What follows belongs to an exercise in optimizing a design on an open flow for small area, a short achievable clock period and few clock cycles per item; a production flow would make more cautious choices. Function not checked in this run: the RTL went through the layout flow alone. No activity file was given, so power comes from the tool's default toggle rates.

## flow/run.sh

```bash
#!/bin/bash
# synth_recipe.tcl (not shown) runs the flow's synth.tcl, then flattens the netlist and writes it again
# the make line also repeats each setting of config.mk as NAME=value (left out here)
make -C /OpenROAD-flow-scripts/flow DESIGN_CONFIG=/design/flow/config.mk WORK_HOME=/design/flow/orfs CLKGATE_MAP_FILE= SYNTH_SCRIPT=/design/flow/synth_recipe.tcl finish
```

## flow/config.mk

```make
export PLATFORM = sky130hd
export DESIGN_NAME = vrc_dec
export DESIGN_NICKNAME = vrc_dec
export VERILOG_FILES = /design/flow/design.v
export SDC_FILE = /design/flow/constraint.sdc
export NUM_CORES = 4
export LEC_CHECK = 0
export CAP_MARGIN = 20
export CELL_PAD_IN_SITES_DETAIL_PLACEMENT = 1
export CELL_PAD_IN_SITES_GLOBAL_PLACEMENT = 2
export CORE_MARGIN = 2
export CORE_UTILIZATION = 25
export PLACE_DENSITY = 0.45
export SLEW_MARGIN = 20
export SYNTH_MEMORY_MAX_BITS = 65536
```

## flow/constraint.sdc

```tcl
create_clock -name core_clock -period 22.0 [get_ports {clk}]
set_input_delay 4.4000 -clock core_clock [delete_from_list [all_inputs] [get_ports {clk}]]
set_output_delay 4.4000 -clock core_clock [all_outputs]
set_load 0.01 [all_outputs]
```

## flow/design.v

```verilog
module vrc_dec (
    input  wire        clk,
    input  wire        rst,
    input  wire        in_valid,
    output wire        in_ready,
    input  wire [31:0] in_data,
    input  wire [15:0] in_len,
    output reg         px_valid,
    output reg  [2:0]  px_count,
    output reg  [31:0] px_data,
    output reg         done,
    output reg  [2:0]  done_cause
);
    localparam S_HDR  = 3'd0,    
               S_DEC  = 3'd1,    
               S_RUN  = 3'd2,    
               S_END  = 3'd3,    
               S_FAIL = 3'd4;    
    reg  [2:0]  st;
    reg  [2:0]  cause;
    reg  [31:0] wreg;
    reg         wfull;
    reg  [13:0] widx;           
    reg  [13:0] wcnt;           
    reg  [15:0] blen;
    reg         blk_taken;      
    wire [15:0] len_m1   = blen - 16'd1;
    wire [15:0] len_m9   = blen - 16'd9;
    wire [13:0] lastw    = len_m1[15:2];             
    wire [13:0] lastbw   = len_m9[15:2];             
    wire        hasbody  = (blen > 16'd24);
    wire [1:0]  nb_last  = len_m9[1:0];              
    wire        w_hdr    = (widx < 14'd4);
    wire        w_body   = !w_hdr && hasbody && (widx <= lastbw);
    wire        w_lastb  = w_body && (widx == lastbw);
    reg  [6:0]  avail;          
    wire        ring_free = (avail <= 7'd32);
    wire        wgo      = wfull && (!w_body || ring_free || st == S_FAIL);
    assign in_ready = !blk_taken && (!wfull || wgo);
    wire        take     = in_valid && in_ready;
    assign      clr_ctx  = wgo && (widx == 14'd0);
    reg  [1:0]  mode;
    reg  [1:0]  pred_sel;
    reg         runoff;
    reg  [7:0]  fillv;
    reg  [5:0]  ppl;            
    reg  [6:0]  lines;          
    reg         hbad;
    wire [7:0]  wb0 = wreg[7:0];
    wire [7:0]  wb1 = wreg[15:8];
    wire [7:0]  wb2 = wreg[23:16];
    wire [7:0]  wb3 = wreg[31:24];
    wire [1:0]  h0_mode  = wb3[1:0];
    wire        h0_bad   = ({wb1, wb0} != 16'h5256) || (wb2 != 8'h01) || (wb3[7:6] != 2'b00) ||
                           (h0_mode == 2'd3) ||
                           ((h0_mode != 2'd0) && ((wb3[3:2] != 2'd0) || wb3[4]));
    wire [15:0] h1_ppl   = {wb1, wb0};
    wire        h1_bad   = (h1_ppl == 16'd0) || (h1_ppl > 16'd32) ||
                           (wb2 == 8'd0) || (wb2 > 8'd64) ||
                           ((mode != 2'd2) && (wb3 != 8'h00));
    wire        h3_bad   = (wb1 != 8'h00) || (wb2 != 8'h00) || (wb3 != 8'h00);
    reg  [31:0] pcrc;
    reg         tbad;
    wire [15:0] trel = {widx, 2'b00} - blen + 16'd8;    
    reg  [31:0] slot0, slot1;
    reg         wslot;
    reg  [5:0]  ptr;
    reg         body_done;      
    wire [31:0] wstream = {wreg[7:0], wreg[15:8], wreg[23:16], wreg[31:24]};
    wire [63:0] ring    = {slot0, slot1};
    wire [127:0] ring2  = {ring, ring} << ptr;
    wire [40:0] W       = ring2[127:87];                
    reg  [4:0]  q;              
    integer u;
    always @(*) begin
        q = 5'd24;
        for (u = 23; u >= 0; u = u - 1)
            if (!W[40 - u]) q = u[4:0];
    end
    wire        q_esc   = (q == 5'd24);
    wire        marker  = q_esc && W[16];
    wire [40:0] Wq      = W << q;
    wire [6:0]  T7      = Wq[39:33];                    
    wire [7:0]  esc_pix = W[15:8];
    wire [15:0] esc_run = W[15:0];
    reg  [5:0]  x;
    reg  [6:0]  y;
    reg  [7:0]  na, nb, nc, nd;      
    reg  [7:0]  p0b;                 
    reg         ends_run;
    reg  [2:0]  kr;
    reg         resc;            
    reg  [11:0] run_left;
    reg  [31:0] crc;
    reg  [7:0]  lb [0:31];           
    wire [7:0] mx = (na > nb) ? na : nb;
    wire [7:0] mn = (na > nb) ? nb : na;
    wire [8:0] sum_ab = {1'b0, na} + {1'b0, nb};
    reg  [7:0] pred;
    always @(*) begin
        case (pred_sel)
            2'd0: begin
                if (nc >= mx)      pred = mn;
                else if (nc <= mn) pred = mx;
                else               pred = na + nb - nc;
            end
            2'd1: pred = na;
            2'd2: pred = nb;
            default: pred = sum_ab[8:1];
        endcase
    end
    wire [7:0] d_db = (nd > nb) ? nd - nb : nb - nd;
    wire [7:0] d_bc = (nb > nc) ? nb - nc : nc - nb;
    wire [7:0] d_ca = (nc > na) ? nc - na : na - nc;
    wire [9:0] act  = {2'b00, d_db} + {2'b00, d_bc} + {2'b00, d_ca};
    reg  [2:0] qa;
    always @(*) begin
        if (act == 10'd0)        qa = 3'd0;
        else if (act <= 10'd2)   qa = 3'd1;
        else if (act <= 10'd6)   qa = 3'd2;
        else if (act <= 10'd14)  qa = 3'd3;
        else if (act <= 10'd30)  qa = 3'd4;
        else if (act <= 10'd62)  qa = 3'd5;
        else if (act <= 10'd126) qa = 3'd6;
        else                     qa = 3'd7;
    end
    wire [5:0] ctx = {qa, (nd > nb), (nb > nc), (nc > na)};
    wire run_mode = !runoff && !ends_run && (na == nb) && (nb == nc) && (nc == nd);
    function [2:0] kfun;
        input [13:0] A;
        input [5:0]  N;
        integer t;
        begin
            kfun = 3'd7;
            for (t = 6; t >= 0; t = t - 1)
                if (({8'd0, N} << t) >= A) kfun = t[2:0];
        end
    endfunction
    reg         wb_v;
    wire        clr_ctx;
    reg  [5:0]  wb_ctx;
    reg  [13:0] wb_A;
    reg  [5:0]  wb_N;
    reg  [7:0]  wb_m;
    wire [13:0] wb_sum  = wb_A + {6'd0, wb_m};
    wire        wb_half = (wb_N == 6'd63);
    wire [13:0] new_A   = wb_half ? {1'b0, wb_sum[13:1]} : wb_sum;
    wire [5:0]  new_N   = wb_half ? 6'd32 : wb_N + 6'd1;
    wire [2:0]  new_k   = kfun(new_A, new_N);
    function used_ctx;
        input integer i;
        used_ctx = !((i >= 1 && i <= 7) || i == 15);
    endfunction
    wire [64*24-1:0] cflat;         
    genvar gi;
    generate
        for (gi = 0; gi < 64; gi = gi + 1) begin : ctxs
            if (used_ctx(gi)) begin : u
                reg        v;
                reg [22:0] r;
                always @(posedge clk) begin
                    if (wb_v && wb_ctx == gi)
                        r <= {new_A, new_N, new_k};
                    if (clr_ctx)
                        v <= 1'b0;
                    else if (wb_v && wb_ctx == gi)
                        v <= 1'b1;
                end
                assign cflat[gi*24 +: 24] = {v, r};
            end else begin : n
                assign cflat[gi*24 +: 24] = 24'd0;
            end
        end
    endgenerate
    wire [23:0] crd   = cflat[ctx*24 +: 24];
    wire        hit   = wb_v && (wb_ctx == ctx);
    wire        cv    = crd[23];
    wire [13:0] A_eff = hit ? new_A : (cv ? crd[22:9] : 14'd4);
    wire [5:0]  N_eff = hit ? new_N : (cv ? crd[8:3] : 6'd1);
    wire [2:0]  k_eff = hit ? new_k : (cv ? crd[2:0] : 3'd2);
    reg  [7:0] m_k   [0:7];
    reg  [7:0] pix_k [0:7];
    reg        ovf_k [0:7];
    reg  [6:0] len_k [0:7];
    reg  [7:0] e_t;
    reg  [15:0] mf;
    integer kk;
    always @(*) begin
        for (kk = 0; kk < 8; kk = kk + 1) begin
            mf = ({11'd0, q} << kk) | ({9'd0, T7} >> (7 - kk));
            m_k[kk]   = mf[7:0];
            ovf_k[kk] = (mf > 16'd255);
            e_t       = mf[0] ? ~({1'b0, mf[7:1]}) : {1'b0, mf[7:1]};
            pix_k[kk] = pred + e_t;
            len_k[kk] = {2'b00, q} + 7'd1 + kk[6:0];
        end
    end
    wire [7:0] e_esc  = esc_pix - pred;
    wire [7:0] m_esc  = e_esc[7] ? ~(e_esc << 1) : (e_esc << 1);
    wire [7:0] reg_pix = q_esc ? esc_pix : pix_k[k_eff];
    wire [7:0] reg_m   = q_esc ? m_esc : m_k[k_eff];
    wire [6:0] reg_len = q_esc ? 7'd33 : len_k[k_eff];
    wire       reg_ovf = !q_esc && ovf_k[k_eff];
    wire        resc_pre = q_esc && !resc;
    wire [15:0] r_len   = resc ? W[40:25] : (({11'd0, q} << kr) | ({9'd0, T7} >> (3'd7 - kr)));
    wire [6:0]  run_len = resc ? 7'd16 : resc_pre ? 7'd25 : {2'b00, q} + 7'd1 + {4'd0, kr};
    wire [16:0] run_end = {11'd0, x} + {1'b0, r_len};
    wire        run_bad = (run_end > {11'd0, ppl});
    wire [5:0]  ppl_x   = ppl - x;                          
    wire [2:0]  chunk4  = (ppl_x >= 6'd4) ? 3'd4 : ppl_x[2:0];
    wire [2:0]  run_s   = (r_len >= 16'd4) ? 3'd4 : r_len[2:0];
    wire [2:0]  left_s  = (run_left >= 12'd4) ? 3'd4 : run_left[2:0];
    wire [6:0]  raw_len = {1'b0, chunk4, 3'b000};
    wire is_vrc  = (mode == 2'd0);
    wire is_raw  = (mode == 2'd1);
    wire is_fill = (mode == 2'd2);
    wire in_dec  = (st == S_DEC);
    wire in_run  = (st == S_RUN);
    wire        do_run  = in_dec && is_vrc && run_mode;
    wire        do_reg  = in_dec && is_vrc && !run_mode;
    wire [6:0]  need    = is_raw ? raw_len : (run_mode ? run_len : reg_len);
    wire        enough  = (need <= avail);
    wire        starve  = !enough && body_done;             
    wire        cw_bad  = run_mode ? (resc ? run_bad : (marker || (!q_esc && run_bad))) :
                                     (marker || reg_ovf);
    wire        dec_fail = in_dec && !is_fill && (starve || (is_vrc && enough && cw_bad));
    wire        pre_ok  = do_run && resc_pre && enough && !cw_bad;
    wire        run_ok  = do_run && !resc_pre && enough && !cw_bad;
    wire        reg_ok  = do_reg && enough && !cw_bad;
    wire        raw_ok  = in_dec && is_raw && enough;
    wire        fill_ok = in_dec && is_fill;
    reg  [2:0]  s;             
    always @(*) begin
        if (in_run)                 s = left_s;
        else if (run_ok)            s = run_s;
        else if (reg_ok)            s = 3'd1;
        else if (raw_ok || fill_ok) s = chunk4;
        else                        s = 3'd0;
    end
    wire        moved    = (s != 3'd0);
    wire [5:0]  x_next   = x + {3'd0, s};
    wire        line_end = moved && (x_next == ppl);
    wire        last_line = (y + 7'd1 == {1'b0, lines});
    wire [6:0]  consume  = (run_ok || pre_ok) ? run_len : reg_ok ? reg_len : raw_ok ? raw_len : 7'd0;
    wire [5:0]  rx      = x + {3'd0, (in_run ? left_s : run_s)};    
    wire [4:0]  rc_a    = rx[4:0] - 5'd1;
    wire [4:0]  rb_a    = rx[4:0];
    wire [5:0]  rd_p    = rx + 6'd1;
    wire [5:0]  xd_p    = x + 6'd2;
    wire        rd_clip = (rd_p >= {1'b0, ppl});
    wire        xd_clip = (xd_p >= {1'b0, ppl});
    wire [7:0]  rd_c    = lb[rc_a];
    wire [7:0]  rd_b    = lb[rb_a];
    wire [7:0]  rd_d    = lb[rd_p[4:0]];
    wire [7:0]  rd_dx   = lb[xd_p[4:0]];
    wire [7:0]  wval    = do_reg ? reg_pix : na;             
    function [31:0] crc_byte;
        input [31:0] c;
        input [7:0]  dd;
        integer j;
        reg [31:0] v;
        begin
            v = c ^ {24'd0, dd};
            for (j = 0; j < 8; j = j + 1)
                v = v[0] ? ((v >> 1) ^ 32'hEDB88320) : (v >> 1);
            crc_byte = v;
        end
    endfunction
    wire [31:0] crc1 = crc_byte(crc,  px_data[7:0]);
    wire [31:0] crc2 = crc_byte(crc1, px_data[15:8]);
    wire [31:0] crc3 = crc_byte(crc2, px_data[23:16]);
    wire [31:0] crc4 = crc_byte(crc3, px_data[31:24]);
    wire [7:0]  pad_mask = ~(8'hFF >> avail[2:0]);
    wire        pad_bad  = (avail >= 7'd8) || ((W[40:33] & pad_mask) != 8'd0);
    integer i, li;
    reg [15:0] tp;
    always @(posedge clk) begin
        for (li = 0; li < 32; li = li + 1) begin
            if ((do_reg && x == li) ||
                ((run_ok || in_run) && li >= x && li < x + s))
                lb[li] <= wval;
        end
        wb_v   <= reg_ok && !rst;
        wb_ctx <= ctx;
        wb_A   <= A_eff;
        wb_N   <= N_eff;
        wb_m   <= reg_m;
        px_count <= s;
        if (is_raw)
            px_data <= {W[16:9], W[24:17], W[32:25], W[40:33]};
        else if (is_fill)
            px_data <= {4{fillv}};
        else
            px_data <= {{3{na}}, wval};
        if (px_valid) begin
            case (px_count)
                3'd1:    crc <= crc1;
                3'd2:    crc <= crc2;
                3'd3:    crc <= crc3;
                default: crc <= crc4;
            endcase
        end
        if (rst) begin
            wfull     <= 1'b0;
            wcnt      <= 14'd0;
            blk_taken <= 1'b0;
            st        <= S_HDR;
            px_valid  <= 1'b0;
            done      <= 1'b0;
            done_cause <= 3'd0;
        end else begin
            px_valid <= moved;
            done     <= 1'b0;
            if (wgo) wfull <= 1'b0;
            if (take) begin
                wreg  <= in_data;
                wfull <= 1'b1;
                widx  <= wcnt;
                wcnt  <= wcnt + 14'd1;
                if (wcnt == 14'd0) blen <= in_len;
                if (wcnt != 14'd0 && wcnt == lastw) blk_taken <= 1'b1;
            end
            if (wgo) begin
                if (widx == 14'd0) begin
                    mode     <= h0_mode;
                    pred_sel <= wb3[3:2];
                    runoff   <= wb3[4];
                    hbad     <= h0_bad;
                    ptr      <= 6'd0;
                    avail    <= 7'd0;
                    wslot    <= 1'b0;
                    body_done <= 1'b0;
                    tbad     <= 1'b0;
                end
                if (widx == 14'd1) begin
                    ppl   <= wb0[5:0];
                    lines <= wb2[6:0];
                    fillv <= wb3;
                    if (h1_bad) hbad <= 1'b1;
                end
                for (i = 0; i < 4; i = i + 1) begin
                    tp = trel + i;
                    if (!w_hdr && tp < 16'd8) begin
                        case (tp[2:0])
                            3'd0: if (wreg[8*i +: 8] != {1'b0, lines}) tbad <= 1'b1;
                            3'd1: if (wreg[8*i +: 8] != 8'h00) tbad <= 1'b1;
                            3'd2: if (wreg[8*i +: 8] != 8'h00) tbad <= 1'b1;
                            3'd3: if (wreg[8*i +: 8] != 8'hC3) tbad <= 1'b1;
                            default: pcrc[8*(tp[1:0]) +: 8] <= wreg[8*i +: 8];
                        endcase
                    end
                end
            end
            begin : ringblk
                reg [6:0] ld;
                ld = 7'd0;
                if (wgo && w_body) begin
                    if (wslot) slot1 <= wstream; else slot0 <= wstream;
                    wslot <= ~wslot;
                    ld = w_lastb ? {2'b00, nb_last, 3'b000} + 7'd8 : 7'd32;
                    if (w_lastb) body_done <= 1'b1;
                end
                if (!(wgo && widx == 14'd0)) begin
                    avail <= avail - consume + ld;
                    ptr   <= ptr + consume[5:0];
                end
            end
            if (moved) begin
                x <= line_end ? 6'd0 : x_next;
                if (run_ok || in_run) run_left <= (in_run ? run_left : r_len[11:0]) - {9'd0, s};
                if (line_end) begin
                    y        <= y + 7'd1;
                    ends_run <= 1'b0;
                    nb  <= (x == 6'd0) ? wval : lb[0];
                    na  <= (x == 6'd0) ? wval : lb[0];
                    nd  <= (ppl == 6'd1) ? ((x == 6'd0) ? wval : lb[0]) :
                           ((x <= 6'd1) ? wval : lb[1]);
                    nc  <= p0b;
                    p0b <= (x == 6'd0) ? wval : lb[0];
                end else if (y == 7'd0) begin
                    if (reg_ok) na <= reg_pix;
                end else if (reg_ok) begin
                    na <= reg_pix;
                    nc <= nb;
                    nb <= nd;
                    nd <= xd_clip ? nd : rd_dx;
                end else if (run_ok || in_run) begin
                    nc <= rd_c;
                    nb <= rd_b;
                    nd <= rd_clip ? rd_b : rd_d;
                end
            end
            if (reg_ok) ends_run <= 1'b0;
            if (pre_ok) resc <= 1'b1;
            if (run_ok || dec_fail) resc <= 1'b0;
            if (run_ok) begin
                if (r_len >= ({13'd0, 3'd2} << kr))
                    kr <= (kr == 3'd7) ? 3'd7 : kr + 3'd1;
                else if (kr != 3'd0 && r_len < (16'd1 << (kr - 3'd1)))
                    kr <= kr - 3'd1;
                if (!line_end) ends_run <= 1'b1;
            end
            case (st)
                S_HDR: begin
                    if (wgo && widx == 14'd3) begin
                        x        <= 6'd0;
                        y        <= 7'd0;
                        na       <= 8'd0;
                        nb       <= 8'd0;
                        nc       <= 8'd0;
                        nd       <= 8'd0;
                        p0b      <= 8'd0;
                        ends_run <= 1'b0;
                        resc     <= 1'b0;
                        kr       <= 3'd3;
                        crc      <= 32'hFFFFFFFF;
                        if (hbad || h3_bad) begin
                            st <= S_FAIL; cause <= 3'd1;
                        end else if (mode == 2'd2 && hasbody) begin
                            st <= S_FAIL; cause <= 3'd2;
                        end else begin
                            st <= S_DEC;
                            if (!hasbody) body_done <= 1'b1;
                        end
                    end
                end
                S_DEC: begin
                    if (dec_fail) begin
                        st <= S_FAIL; cause <= 3'd2;
                    end else if (line_end && last_line) begin
                        st <= S_END;
                    end else if (run_ok && r_len > 16'd4) begin
                        st <= S_RUN;
                    end
                end
                S_RUN: begin
                    if (line_end && last_line) st <= S_END;
                    else if (run_left <= 12'd4) st <= S_DEC;
                end
                S_END: begin
                    if (pad_bad) begin
                        st <= S_FAIL; cause <= 3'd2;
                    end else if (body_done && blk_taken && !wfull && !px_valid) begin
                        done <= 1'b1;
                        if (tbad)              done_cause <= 3'd3;
                        else if (~crc != pcrc) done_cause <= 3'd4;
                        else                   done_cause <= 3'd0;
                        st        <= S_HDR;
                        wcnt      <= 14'd0;
                        blk_taken <= 1'b0;
                    end
                end
                default: begin    
                    if (blk_taken && !wfull) begin
                        done       <= 1'b1;
                        done_cause <= cause;
                        st         <= S_HDR;
                        wcnt       <= 14'd0;
                        blk_taken  <= 1'b0;
                    end
                end
            endcase
        end
    end
endmodule
```

==> impl_results.md <==
- Status: finished clean
- TritonCTS clock tree: built
- Dominant synthesized flop cell: edfxtp_1
- Vias in the first global route: 96,200
- Crit path launch type: flop
- ANT nets after route: 0
- CTS root buf: clkbuf_16
- Initial antenna violation count: 59
- Starting Density: about a quarter
- CP most frequent cell: inv_1
- WL/cell: about 36 um
- Ys Warns: 6
- Starting DRT DRC Count: between 9,000 and 10,000
- Share of the synthesized area in the top cell type: approximately 48%
- Die width: ~680 um
- Syn nets: between 10,000 and 15,000
- CP arrival: approximately 21 ns
- DRC Markers: 0
- Fin crit period: roughly 20 ns
- Worst endpoint required time: 22.53 ns
- DIE HEIGHT: 676 um
- Crit path capture type: flop
- Dpl hpwl: between 400 and 500 mm
- Clock Skews: between 0.06 and 0.07 ns
- Max Fclk: ~50 MHz
- Layout cell share with drive strength beyond 1: a little under an eighth
- Num rows: 246
- Area grow syn2layout: 17.1%
- DIE AREA: between 0.4 and 0.5 mm2
- Vias per cell: 5.58
- Synth cell types: about 120
- Crit Path Max Fanout: 63
- Period Utilization, post-route: roughly 90%
- Crit-path max cell delay: between 0.7 and 0.8 ns
- I/O Buffers: about 90
- P per Cell Area: between 100 and 150 mW/mm2
- Clk latency of the worst-skew pair: 0.92 ns
- Number of flops mapped to enable cells by yosys: between 1,500 and 2,000
- Worst Hold Class: reg -> reg
- Area contributors post-synth: edfxtp_1 (48%), nand2_1 (6.1%), ha_1 (3.6%), nand3_1 (3.5%), dfxtp_1 (3.2%)
- Hold Slack: 0.470 ns
- Core area: 0.449 mm2
- CP max-delay cell: a31o_4
- Max Root-Sink Buffers: 4
- Post-synth ARST share: 0%
- Sequential area share after synthesis: between 50% and 60%
- Flop and latch count out of synthesis: 1,999
- RSZ-0062 raised after global routing: no
- Setup violators final: 0
- Avg Synthesized Cell Area: about 10 um2
- Largest net degree at the start of global routing: between 100 and 150
- Fin nets: 11,400
- Post-CTS setup buffer count: 0
- Peak supply drop: roughly 0.33 mV
- GRT overflow: 0
- Crit Path Category: reg -> reg
- Slack of the critical path: 1.67 ns
- Mapped cell area: ~0.11 mm2
- Final Hold Vio Count: 0
- Global-route wire length before repair: 844 mm
- CTS HTree Levels: 5
- Setup_tns: 0 ns
- GP Congestion: roughly 0.96
- Gate Count Post-Synth: between 10,000 and 15,000
- Final Util: 29.4%
- Slew Viols, Final: 0
- Cts bufs inserted: 264
- Lkg Pwr: around 46 nW
- Max-slew headroom: 17.2%
- Dominant cell type by area after synthesis: edfxtp_1
- GRT Util Overall: a little over a quarter
- Power Total: approximately 0.018 W
- Drt total wl: 618 mm
- Vias: about 96,000
- Setup WS pre-CTS: 1.27 ns
- Detailed Routing Iterations Pass 1: 9
- Clock slew at reported path FFs: approximately 0.060 ns
- # IOs: between 90 and 100
- MaxCap Viol Count: 0
- CTS sink cnt: 1,999
- Worst-Margin Slew: about 1.2 ns
## power breakdown
| part | leakage, nW | internal [W] | switching, W |
|---|---|---|---|
| clock | 4.09 | 0.00250 | 0.00182 |
| sequential | 18.0 | 0.00475 | 0.0000787 |
| combinational | 23.5 | 0.00274 | 0.00600 |
## layer usage
| metal | GRT usage (%) | vias up | part of all wire [%] |
|---|---|---|---|
| met4 | 7.99 | 10 | 3.4 |
| met2 | 42.3 | 3236 | 46 |
| met3 | 3.94 | 856 | 5.6 |
| met5 | 0 | - | 0.017 |
| li1 | - | 41200 | - |
| met1 | 36.4 | 50500 | 45 |
## placed cells by master (no fill, tap or decap), drive strengths merged, types with 62 or more instances in the layout
cell / Yosys / routed
mux4: 101 / 101
a22o: 160 / 160
ha: 321 / 321
o22ai: 94 / 94
a211oi: 87 / 87
a21o: 65 / 65
clkbuf: 498 / 328
dfxtp: 182 / 182
nor4: 62 / 62
a31oi: 76 / 76
inv: 275 / 296
xnor2: 404 / 404
xor2: 168 / 168
and3: 145 / 145
edfxtp: 1817 / 1817
nor2: 732 / 732
o21ai: 358 / 358
nand4: 149 / 149
a311oi: 195 / 195
clkinv: 10 / 101
a22oi: 220 / 220
mux2: 69 / 69
buf: 165 / 470
a221oi: 186 / 186
clkdlybuf4s50: 0 / 90
mux2i: 209 / 209
a21oi: 465 / 465
nor3: 129 / 129
nand3: 789 / 789
nand2: 1843 / 1843
## worst paths after layout
check | start | slack (ns) | cells after the start | end
max | nb[0] | 1.67 | 65 | lb[25][7]
min | ctxs[42].u.v | 0.47 | 2 | ctxs[42].u.v
max reg2reg | nb[0] | 1.67 | 65 | lb[25][7]
min reg2reg | ctxs[42].u.v | 0.47 | 2 | ctxs[42].u.v
## Yosys cell counts (66+ instances only)
cell type  instances
a211oi_1          84
a21oi_1          460
a221oi_1         184
a22o_1           160
a22oi_1          219
a311oi_1         195
a31oi_1           76
and3_1           145
buf_1            100
clkbuf_1         498
dfxtp_1          182
edfxtp_1        1817
ha_1             321
inv_1            263
mux2_2            66
mux2i_1          208
mux4_2           101
nand2_1         1842
nand3_1          789
nand4_1          149
nor2_1           730
nor3_1           129
o21ai_0          328
o22ai_1           94
xnor2_1          399
xor2_1           164
## metrics by stage
step           instances  cell area (um2)
6_report           17200           132000
3_3_place_gp       16600           123000
2_1_floorplan      10800           113000
4_1_cts            17100           132000
3_5_place_dp       16700           123000
5_1_grt            17100           132000
## cell families after synthesis
family | Yosys count | synth area share, %
simple gates | 4138 | 16.4
compound gates | 2414 | 15.3
flops | 1999 | 51.6
buf+inv | 948 | 3.39
xor+xnor | 572 | 4.50
mux | 379 | 4.57
fa+ha+maj | 360 | 4.25
other cells | 1 | 0.00333
## sequential cells by signal (all words and copies together) (netlist names), 7 cells and up
| register | flops |
|---|---|
| fillv | 8 |
| ctxs.u.v | 56 |
| avail | 7 |
| widx | 14 |
| nc | 8 |
| y | 7 |
| run_left | 12 |
| wb_A | 14 |
| p0b | 8 |
| wb_m | 8 |
| lb | 256 |
| nd | 8 |
| ctxs.u.r | 1288 |
| blen | 16 |
| px_data | 32 |
| crc | 32 |
| slot1 | 32 |
| lines | 7 |
| wreg | 32 |
| na | 8 |
| slot0 | 32 |
| wcnt | 14 |
| nb | 8 |
| pcrc | 32 |
## repair_timing
action                                  CTS  global route
hold buffers                              0             0
hold endpoints to repair                  0             0
gates resized for setup                   0             3
endpoints found under the setup margin    0            41
## worst max-delay path, delay by kind of cell, from the launching register on
kind | cells | cell delay [ns]
XOR/XNOR | 3 | 0.89
flip-flops | 1 | 0.63
AND/OR/NAND/NOR | 19 | 5.27
adder cells (fa/ha/maj) | 8 | 2.62
buffers and inverters | 11 | 3.14
multiplexers | 2 | 0.81
AO/OA/AOI/OAI | 22 | 6.36
## layout make-up
cell class	instances	area [um2]
inverters	285	1100
clock inverters	140	1450
clock buffers	326	6950
repair buffers	562	4780
fillers	49600	317000
flip-flops and latches	1999	58200
diodes	24	60.1
well taps	5952	7450
multi-input cells	7864	52000

-- static timing again, ports no longer ideal --
The flow's constraints put no driver on any port. The routed layout listed below was extracted and timed again, unchanged, in two steps. Step 1 (the two cells are an assumption about what drives the block):
set clk [get_ports {clk}]
set_driving_cell -lib_cell sky130_fd_sc_hd__clkbuf_16 $clk
set_driving_cell -lib_cell sky130_fd_sc_hd__buf_2 [delete_from_list [all_inputs] $clk]
Step 2, shift: input delay + t, output delay - t, t = (earliest + latest rising clock arrival at the registers) / 2. This alone moves slack from input paths to output paths. Slacks: ideal / step 1 / step 2; pairs: ideal / step 1.
t, ns: 1.006
setup slack, ns: 1.666 / 1.666 / 1.666
worst setup path after step 2: register to register
clock arrival spread, ns: 0.063 / 0.063
worst register clock-pin slew, ns: 0.07 / 0.07
After both steps this run still meets setup and hold. The setup slack of this run moves by 0.000 ns with the drivers and by 0.000 ns with both steps.
